What follows belongs to an exercise in optimizing a design on an open flow for small area, a short achievable clock period and few clock cycles per item; a production flow would make more cautious choices.
The RTL was checked by simulation tests, not by an equivalence proof against the original design.
Power is estimated from default activity; no workload was simulated.

==> design.v <==
module aes_sbox (
    input  wire [7:0] a,
    output reg  [7:0] y
);
    always @(*) begin
        case (a)
            8'h00: y = 8'h63;
            8'h01: y = 8'h7c;
            8'h02: y = 8'h77;
            8'h03: y = 8'h7b;
            8'h04: y = 8'hf2;
            8'h05: y = 8'h6b;
            8'h06: y = 8'h6f;
            8'h07: y = 8'hc5;
            8'h08: y = 8'h30;
            8'h09: y = 8'h01;
            8'h0a: y = 8'h67;
            8'h0b: y = 8'h2b;
            8'h0c: y = 8'hfe;
            8'h0d: y = 8'hd7;
            8'h0e: y = 8'hab;
            8'h0f: y = 8'h76;
            8'h10: y = 8'hca;
            8'h11: y = 8'h82;
            8'h12: y = 8'hc9;
            8'h13: y = 8'h7d;
            8'h14: y = 8'hfa;
            8'h15: y = 8'h59;
            8'h16: y = 8'h47;
            8'h17: y = 8'hf0;
            8'h18: y = 8'had;
            8'h19: y = 8'hd4;
            8'h1a: y = 8'ha2;
            8'h1b: y = 8'haf;
            8'h1c: y = 8'h9c;
            8'h1d: y = 8'ha4;
            8'h1e: y = 8'h72;
            8'h1f: y = 8'hc0;
            8'h20: y = 8'hb7;
            8'h21: y = 8'hfd;
            8'h22: y = 8'h93;
            8'h23: y = 8'h26;
            8'h24: y = 8'h36;
            8'h25: y = 8'h3f;
            8'h26: y = 8'hf7;
            8'h27: y = 8'hcc;
            8'h28: y = 8'h34;
            8'h29: y = 8'ha5;
            8'h2a: y = 8'he5;
            8'h2b: y = 8'hf1;
            8'h2c: y = 8'h71;
            8'h2d: y = 8'hd8;
            8'h2e: y = 8'h31;
            8'h2f: y = 8'h15;
            8'h30: y = 8'h04;
            8'h31: y = 8'hc7;
            8'h32: y = 8'h23;
            8'h33: y = 8'hc3;
            8'h34: y = 8'h18;
            8'h35: y = 8'h96;
            8'h36: y = 8'h05;
            8'h37: y = 8'h9a;
            8'h38: y = 8'h07;
            8'h39: y = 8'h12;
            8'h3a: y = 8'h80;
            8'h3b: y = 8'he2;
            8'h3c: y = 8'heb;
            8'h3d: y = 8'h27;
            8'h3e: y = 8'hb2;
            8'h3f: y = 8'h75;
            8'h40: y = 8'h09;
            8'h41: y = 8'h83;
            8'h42: y = 8'h2c;
            8'h43: y = 8'h1a;
            8'h44: y = 8'h1b;
            8'h45: y = 8'h6e;
            8'h46: y = 8'h5a;
            8'h47: y = 8'ha0;
            8'h48: y = 8'h52;
            8'h49: y = 8'h3b;
            8'h4a: y = 8'hd6;
            8'h4b: y = 8'hb3;
            8'h4c: y = 8'h29;
            8'h4d: y = 8'he3;
            8'h4e: y = 8'h2f;
            8'h4f: y = 8'h84;
            8'h50: y = 8'h53;
            8'h51: y = 8'hd1;
            8'h52: y = 8'h00;
            8'h53: y = 8'hed;
            8'h54: y = 8'h20;
            8'h55: y = 8'hfc;
            8'h56: y = 8'hb1;
            8'h57: y = 8'h5b;
            8'h58: y = 8'h6a;
            8'h59: y = 8'hcb;
            8'h5a: y = 8'hbe;
            8'h5b: y = 8'h39;
            8'h5c: y = 8'h4a;
            8'h5d: y = 8'h4c;
            8'h5e: y = 8'h58;
            8'h5f: y = 8'hcf;
            8'h60: y = 8'hd0;
            8'h61: y = 8'hef;
            8'h62: y = 8'haa;
            8'h63: y = 8'hfb;
            8'h64: y = 8'h43;
            8'h65: y = 8'h4d;
            8'h66: y = 8'h33;
            8'h67: y = 8'h85;
            8'h68: y = 8'h45;
            8'h69: y = 8'hf9;
            8'h6a: y = 8'h02;
            8'h6b: y = 8'h7f;
            8'h6c: y = 8'h50;
            8'h6d: y = 8'h3c;
            8'h6e: y = 8'h9f;
            8'h6f: y = 8'ha8;
            8'h70: y = 8'h51;
            8'h71: y = 8'ha3;
            8'h72: y = 8'h40;
            8'h73: y = 8'h8f;
            8'h74: y = 8'h92;
            8'h75: y = 8'h9d;
            8'h76: y = 8'h38;
            8'h77: y = 8'hf5;
            8'h78: y = 8'hbc;
            8'h79: y = 8'hb6;
            8'h7a: y = 8'hda;
            8'h7b: y = 8'h21;
            8'h7c: y = 8'h10;
            8'h7d: y = 8'hff;
            8'h7e: y = 8'hf3;
            8'h7f: y = 8'hd2;
            8'h80: y = 8'hcd;
            8'h81: y = 8'h0c;
            8'h82: y = 8'h13;
            8'h83: y = 8'hec;
            8'h84: y = 8'h5f;
            8'h85: y = 8'h97;
            8'h86: y = 8'h44;
            8'h87: y = 8'h17;
            8'h88: y = 8'hc4;
            8'h89: y = 8'ha7;
            8'h8a: y = 8'h7e;
            8'h8b: y = 8'h3d;
            8'h8c: y = 8'h64;
            8'h8d: y = 8'h5d;
            8'h8e: y = 8'h19;
            8'h8f: y = 8'h73;
            8'h90: y = 8'h60;
            8'h91: y = 8'h81;
            8'h92: y = 8'h4f;
            8'h93: y = 8'hdc;
            8'h94: y = 8'h22;
            8'h95: y = 8'h2a;
            8'h96: y = 8'h90;
            8'h97: y = 8'h88;
            8'h98: y = 8'h46;
            8'h99: y = 8'hee;
            8'h9a: y = 8'hb8;
            8'h9b: y = 8'h14;
            8'h9c: y = 8'hde;
            8'h9d: y = 8'h5e;
            8'h9e: y = 8'h0b;
            8'h9f: y = 8'hdb;
            8'ha0: y = 8'he0;
            8'ha1: y = 8'h32;
            8'ha2: y = 8'h3a;
            8'ha3: y = 8'h0a;
            8'ha4: y = 8'h49;
            8'ha5: y = 8'h06;
            8'ha6: y = 8'h24;
            8'ha7: y = 8'h5c;
            8'ha8: y = 8'hc2;
            8'ha9: y = 8'hd3;
            8'haa: y = 8'hac;
            8'hab: y = 8'h62;
            8'hac: y = 8'h91;
            8'had: y = 8'h95;
            8'hae: y = 8'he4;
            8'haf: y = 8'h79;
            8'hb0: y = 8'he7;
            8'hb1: y = 8'hc8;
            8'hb2: y = 8'h37;
            8'hb3: y = 8'h6d;
            8'hb4: y = 8'h8d;
            8'hb5: y = 8'hd5;
            8'hb6: y = 8'h4e;
            8'hb7: y = 8'ha9;
            8'hb8: y = 8'h6c;
            8'hb9: y = 8'h56;
            8'hba: y = 8'hf4;
            8'hbb: y = 8'hea;
            8'hbc: y = 8'h65;
            8'hbd: y = 8'h7a;
            8'hbe: y = 8'hae;
            8'hbf: y = 8'h08;
            8'hc0: y = 8'hba;
            8'hc1: y = 8'h78;
            8'hc2: y = 8'h25;
            8'hc3: y = 8'h2e;
            8'hc4: y = 8'h1c;
            8'hc5: y = 8'ha6;
            8'hc6: y = 8'hb4;
            8'hc7: y = 8'hc6;
            8'hc8: y = 8'he8;
            8'hc9: y = 8'hdd;
            8'hca: y = 8'h74;
            8'hcb: y = 8'h1f;
            8'hcc: y = 8'h4b;
            8'hcd: y = 8'hbd;
            8'hce: y = 8'h8b;
            8'hcf: y = 8'h8a;
            8'hd0: y = 8'h70;
            8'hd1: y = 8'h3e;
            8'hd2: y = 8'hb5;
            8'hd3: y = 8'h66;
            8'hd4: y = 8'h48;
            8'hd5: y = 8'h03;
            8'hd6: y = 8'hf6;
            8'hd7: y = 8'h0e;
            8'hd8: y = 8'h61;
            8'hd9: y = 8'h35;
            8'hda: y = 8'h57;
            8'hdb: y = 8'hb9;
            8'hdc: y = 8'h86;
            8'hdd: y = 8'hc1;
            8'hde: y = 8'h1d;
            8'hdf: y = 8'h9e;
            8'he0: y = 8'he1;
            8'he1: y = 8'hf8;
            8'he2: y = 8'h98;
            8'he3: y = 8'h11;
            8'he4: y = 8'h69;
            8'he5: y = 8'hd9;
            8'he6: y = 8'h8e;
            8'he7: y = 8'h94;
            8'he8: y = 8'h9b;
            8'he9: y = 8'h1e;
            8'hea: y = 8'h87;
            8'heb: y = 8'he9;
            8'hec: y = 8'hce;
            8'hed: y = 8'h55;
            8'hee: y = 8'h28;
            8'hef: y = 8'hdf;
            8'hf0: y = 8'h8c;
            8'hf1: y = 8'ha1;
            8'hf2: y = 8'h89;
            8'hf3: y = 8'h0d;
            8'hf4: y = 8'hbf;
            8'hf5: y = 8'he6;
            8'hf6: y = 8'h42;
            8'hf7: y = 8'h68;
            8'hf8: y = 8'h41;
            8'hf9: y = 8'h99;
            8'hfa: y = 8'h2d;
            8'hfb: y = 8'h0f;
            8'hfc: y = 8'hb0;
            8'hfd: y = 8'h54;
            8'hfe: y = 8'hbb;
            8'hff: y = 8'h16;
            default: y = 8'h00;
        endcase
    end
endmodule
module aes256_enc (
    input  wire         clk,
    input  wire         rst,         
    input  wire         in_valid,
    output wire         in_ready,
    input  wire [255:0] in_key,
    input  wire [127:0] in_data,
    output wire         out_valid,
    input  wire         out_ready,
    output wire [127:0] out_data
);
    localparam [1:0] S_IDLE = 2'd0,
                     S_RUN  = 2'd1,
                     S_DONE = 2'd2;
    reg [1:0]   fsm;
    reg [3:0]   rnd;         
    reg [7:0]   rcon;        
    reg [127:0] state;
    reg [127:0] ka;          
    reg [127:0] kb;          
    assign in_ready  = (fsm == S_IDLE);
    assign out_valid = (fsm == S_DONE);
    assign out_data  = state;
    wire [127:0] sb;         
    wire [127:0] sr;         
    wire [127:0] mc;         
    wire         last = (rnd == 4'd14);
    wire [127:0] round_out = (last ? sr : mc) ^ kb;
    genvar i, c, r;
    generate
        for (i = 0; i < 16; i = i + 1) begin : g_sub
            aes_sbox u_sbox (.a(state[127-8*i -: 8]), .y(sb[127-8*i -: 8]));
        end
        for (c = 0; c < 4; c = c + 1) begin : g_shift_col
            for (r = 0; r < 4; r = r + 1) begin : g_shift_row
                assign sr[127-8*(4*c+r) -: 8] = sb[127-8*(4*((c+r)%4)+r) -: 8];
            end
        end
        for (c = 0; c < 4; c = c + 1) begin : g_mix
            wire [7:0] a0 = sr[127-32*c    -: 8];
            wire [7:0] a1 = sr[127-32*c-8  -: 8];
            wire [7:0] a2 = sr[127-32*c-16 -: 8];
            wire [7:0] a3 = sr[127-32*c-24 -: 8];
            wire [7:0] x0 = {a0[6:0], 1'b0} ^ (a0[7] ? 8'h1b : 8'h00);
            wire [7:0] x1 = {a1[6:0], 1'b0} ^ (a1[7] ? 8'h1b : 8'h00);
            wire [7:0] x2 = {a2[6:0], 1'b0} ^ (a2[7] ? 8'h1b : 8'h00);
            wire [7:0] x3 = {a3[6:0], 1'b0} ^ (a3[7] ? 8'h1b : 8'h00);
            assign mc[127-32*c    -: 8] = x0 ^ x1 ^ a1 ^ a2 ^ a3;
            assign mc[127-32*c-8  -: 8] = a0 ^ x1 ^ x2 ^ a2 ^ a3;
            assign mc[127-32*c-16 -: 8] = a0 ^ a1 ^ x2 ^ x3 ^ a3;
            assign mc[127-32*c-24 -: 8] = x0 ^ a0 ^ a1 ^ a2 ^ x3;
        end
    endgenerate
    wire [31:0] kw_last = kb[31:0];
    wire [31:0] kw_in   = rnd[0] ? {kw_last[23:0], kw_last[31:24]} : kw_last;
    wire [31:0] kw_sub;
    generate
        for (i = 0; i < 4; i = i + 1) begin : g_ksub
            aes_sbox u_sbox (.a(kw_in[31-8*i -: 8]), .y(kw_sub[31-8*i -: 8]));
        end
    endgenerate
    wire [31:0]  kw_t = kw_sub ^ (rnd[0] ? {rcon, 24'h000000} : 32'h00000000);
    wire [31:0]  n0 = ka[127:96] ^ kw_t;
    wire [31:0]  n1 = ka[95:64]  ^ n0;
    wire [31:0]  n2 = ka[63:32]  ^ n1;
    wire [31:0]  n3 = ka[31:0]   ^ n2;
    wire [127:0] k_next = {n0, n1, n2, n3};
    wire [7:0] rcon_next = {rcon[6:0], 1'b0} ^ (rcon[7] ? 8'h1b : 8'h00);
    always @(posedge clk) begin
        if (rst) begin
            fsm <= S_IDLE;
        end else begin
            case (fsm)
                S_IDLE: begin
                    if (in_valid) begin
                        state <= in_data ^ in_key[255:128];
                        ka    <= in_key[255:128];
                        kb    <= in_key[127:0];
                        rnd   <= 4'd1;
                        rcon  <= 8'h01;
                        fsm   <= S_RUN;
                    end
                end
                S_RUN: begin
                    state <= round_out;
                    ka    <= kb;
                    kb    <= k_next;
                    rnd   <= rnd + 4'd1;
                    if (rnd[0])
                        rcon <= rcon_next;
                    if (last)
                        fsm <= S_DONE;
                end
                S_DONE: begin
                    if (out_ready)
                        fsm <= S_IDLE;
                end
                default: fsm <= S_IDLE;
            endcase
        end
    end
endmodule
==> run.sh <==
#!/bin/bash
# synth_recipe.tcl (not shown) runs the flow's synth.tcl, then flattens the netlist and writes it again
# the make line also repeats each setting of config.mk as NAME=value (left out here)
make -C /OpenROAD-flow-scripts/flow DESIGN_CONFIG=/design/flow/config.mk WORK_HOME=/design/flow/orfs CLKGATE_MAP_FILE= SYNTH_SCRIPT=/design/flow/synth_recipe.tcl finish
==> config.mk <==
export PLATFORM = sky130hd
export DESIGN_NAME = aes256_enc
export DESIGN_NICKNAME = aes256_enc
export VERILOG_FILES = /design/flow/design.v
export SDC_FILE = /design/flow/constraint.sdc
export NUM_CORES = 4
export LEC_CHECK = 0
export CAP_MARGIN = 20
export CELL_PAD_IN_SITES_DETAIL_PLACEMENT = 2
export CELL_PAD_IN_SITES_GLOBAL_PLACEMENT = 4
export CORE_MARGIN = 2
export CORE_UTILIZATION = 25
export PLACE_DENSITY = 0.4
export SLEW_MARGIN = 20
==> constraint.sdc <==
create_clock -name core_clock -period 7.0 [get_ports {clk}]
set_input_delay 1.4000 -clock core_clock [delete_from_list [all_inputs] [get_ports {clk}]]
set_output_delay 1.4000 -clock core_clock [all_outputs]
set_load 0.01 [all_outputs]
==> flow_summary.json <==
{
  "status": "finished clean",
  "r2r_slack_ps": 390,
  "tightest_slew_ps": 1280,
  "cts_tree": "yes",
  "clock_sinks": 526,
  "final_area_um2": 114000,
  "ys_seq_elements": 526,
  "async_reset_ff_share_pct": 0,
  "synthMuxAreaShare_pct": 2.59,
  "area_delta_synth_final_pct": 17.1,
  "synth_top_area_share_pct": 12.2,
  "seqCellArea_um2": 14500,
  "synth_compound_area_share_pct": 38.9,
  "cts_setup_buffers": 0,
  "clk_pin_slew_ps": 70,
  "die-area_um2": 394000,
  "synth_edf_count": 396,
  "finalMaxSlewViolations": 0,
  "max-cap-violations": 0,
  "die_h_um": 628,
  "gr-usage-all-layers_pct": 40.2,
  "port_buffers": 517,
  "synth_top_family_by_area": "compound AO/OA/AOI/OAI gates",
  "post_cts_resized": 0,
  "insertion_delay_ps": 950,
  "floorplan.initialDensity_pct": 25.1,
  "cts_hold_buf": 0,
  "antenna_left": 0,
  "hold_class": "flop to flop",
  "die_width_um": 628,
  "synthCells": 14500,
  "grt_pass1_vias": 134000,
  "grt_overflow": 0,
  "synth-simple-area-share_pct": 22.9,
  "cp_max_fo": 73,
  "critPathCaptureType": "flop",
  "power.leakage_nw": 40.4,
  "viasPerCell": 6.71,
  "antenna_found_initial": 40,
  "relSlewSlack_pct": 12.4,
  "fin_setup_tns_ps": 0,
  "cp_data_required_time_ps": 7730,
  "drt-initial-drc-count": 16500,
  "cp-start-kind": "flop",
  "finalClockSkew_ps": 101,
  "wl_per_cell_um": 42.2,
  "crit_type": "flop to flop",
  "period_share_pct": 94.4,
  "routed_wl_um": 835000,
  "cts_buffer_depth": 4,
  "p_per_area_nw_per_um2": 731,
  "netlist_area_um2": 97400,
  "syn_nets": 15100,
  "fmax_ghz": 0.151,
  "period_needed_ps": 6610,
  "synthTopCellsByArea": "edfxtp_1, nand2_1, o21ai_0, a21oi_1, nor2_1",
  "drive_above_1_share_pct": 10.1,
  "vias": 133000,
  "setup_viol": 0,
  "core_um2": 388000,
  "cts_root_buf": "clkbuf_16",
  "synth-xor-area-share_pct": 9.89,
  "ir_drop_mv": 0.385,
  "nets": 15100,
  "placed_area_um2": 111000,
  "critPathArrivalTime_ps": 7330,
  "synth_cell_types": 123,
  "hold_viol": 0,
  "dr.pass1.iters": 8,
  "num-fill-cells": 45600,
  "avgSynthCellArea_um2": 6.70,
  "grt_max_degree": 151,
  "multiInputGateArea_um2": 76100,
  "synth-seq-area-share_pct": 14.9,
  "hpwlAfterDp_um": 635000,
  "cts_buffers": 89,
  "ys.flop_type": "edfxtp_1",
  "htreeDepth": 3,
  "drc": 0,
  "grt_setup_unrepaired": "no",
  "globalplace.congestion": 1.03,
  "io_pins": 518,
  "yosys.area.top_type": "edfxtp_1",
  "row_count": 229,
  "grt_pass1_wl_um": 1150000,
  "synthAdderAreaFrac_pct": 3.07,
  "yosysWarnings": 2
}
## stage by stage
| step | hold WS [ps] | total power (W) | util [%] | cells | setup WS (ps) |
|---|---|---|---|---|---|
| CTS | 536 | 0.0805 | 29.3 | 19800 | 510 |
| finish | 532 | 0.0833 | 29.4 | 19800 | 393 |
| floorplan | 518 | 0.0432 | - | 14500 | 375 |
| global route | 551 | 0.0854 | 29.3 | 19800 | 386 |
| detailed placement | 545 | 0.0750 | 28.5 | 19600 | 60.5 |
| global placement | 530 | 0.0749 | 28.5 | 19600 | 35.7 |
## sequential cells by signal (all words and copies together) (netlist names)
signal,count
ka,128
state,128
g_mix.a3,32
fsm,2
g_mix.a2,32
rcon,8
g_mix.a1,32
kb,128
rnd,4
g_mix.a0,32
## where the power goes
part / switching, W / leakage (nW) / total (W) / internal, W
clock network: 0.00219 / 1.48 / 0.00514 / 0.00295
logic: 0.0501 / 34.0 / 0.0711 / 0.0210
registers: 0.00268 / 4.88 / 0.00713 / 0.00445
total: 0.0549 / 40.4 / 0.0833 / 0.0284
## cell usage after synthesis (130+ instances only)
master / n
o211ai_1: 313
ha_1: 239
o311ai_0: 185
xor2_1: 290
nor2_1: 1334
a221oi_1: 176
o221ai_1: 159
clkbuf_1: 735
o22ai_1: 209
dfxtp_1: 130
buf_2: 662
a211oi_1: 300
o21ai_0: 1444
mux2i_1: 150
a31oi_1: 365
a21oi_1: 1360
nor3_1: 482
edfxtp_1: 396
nand2_1: 2147
xnor2_1: 505
nand3_1: 498
a311oi_1: 212
## cell families (layout without fill, tap and decap cells)
kind of cell | Yosys count | in the layout
AO/OA/AOI/OAI | 5803 | 5803
buffers and inverters | 1718 | 1776
AND/OR/NAND/NOR | 5106 | 5106
adder cells (fa/ha/maj) | 239 | 239
flip-flops | 526 | 526
other | 0 | 15
XOR/XNOR | 915 | 915
multiplexers | 215 | 215
## placed cells by master (no fill, tap or decap), types with 148 or more instances in the layout
cell	n
a211oi_1	298
a21oi_1	1352
a221oi_1	175
a311oi_1	211
a31oi_1	365
buf_4	922
clkdlybuf4s50_1	517
edfxtp_1	396
ha_1	239
nand2_1	2145
nand3_1	489
nor2_1	1330
nor3_1	482
o211ai_1	313
o21ai_0	1437
o221ai_1	148
o22ai_1	208
o311ai_0	184
xnor2_1	503
xor2_1	289
## area by class of cell
| type | count | share of cell area (%) |
|---|---|---|
| clock inverter | 57 | 0.655 |
| antenna | 15 | 0.0329 |
| clock buffer | 104 | 2.05 |
| timing repair buffer | 1501 | 11.7 |
| multi-input combinational | 12300 | 66.8 |
| sequential | 526 | 12.7 |
| tap | 5197 | 5.71 |
| inverter | 114 | 0.390 |
## critical path, stage by stage, from the launching register on
cell       delay, ps
edfxtp_1         390
buf_12           440
clkinv_1         210
ha_1             290
nand3_4          270
buf_12           370
mux2i_1          830
xor2_1           250
a21bo_2          520
inv_2            280
buf_4            300
ha_1             400
nor2_1           410
o21ai_0          160
a21oi_1          180
a21oi_1          100
o221ai_1         260
nor2_1           120
a2111oi_1        420
## metal layers
metal  GRT usage [%]  part of all wire [%]  vias up  wire length, um
met5               0                 0.022        -              181
met4            26.5                   8.0       28            67200
met3            7.47                   8.1     1896            67600
met2            62.6                    44     7452           367000
met1            50.6                    40    68900           334000
li1                -                     -    54600                -
## worst paths after layout
path	start	end	depth (start not counted)
worst min-delay path	kb[127]$_DFFE_PN_	ka[127]$_DFFE_PN_	2
worst max-delay path	rnd[0]$_SDFFCE_PP1N_	g_mix[2].a3[3]$_DFF_P_	18
worst max register to register	rnd[0]$_SDFFCE_PP1N_	g_mix[2].a3[3]$_DFF_P_	18
worst min register to register	kb[127]$_DFFE_PN_	ka[127]$_DFFE_PN_	2
Testbench counts, summed over its fixed seeds: cycles 32,768, blocks 2,048.

static timing again, ports no longer ideal:
Ports are ideal in the flow. The routed layout listed here was re-timed in OpenROAD. Step 1: set_driving_cell puts a clkbuf_16 on clk and a buf_2 on each other input, an assumption about the parent block. Step 2 adds t to the input delays and takes it off the output delays; t is the mean of the earliest and latest rising clock arrival at the registers after step 1. Input paths then give back, and output paths get back, about the clock's delay inside the block. Three values: ideal, step 1, step 2; two values: the first two.
t (ns): 1.012
setup slack, ns: 0.393 / 0.393 / -0.220
worst setup path at the end: input to register
clock arrival spread, ns: 0.104 / 0.104
With both steps, setup timing fails in this run, where it was met with ideal ports. For this run, drivers alone change the setup slack by 0.000 ns; drivers and shift together by -0.613 ns.
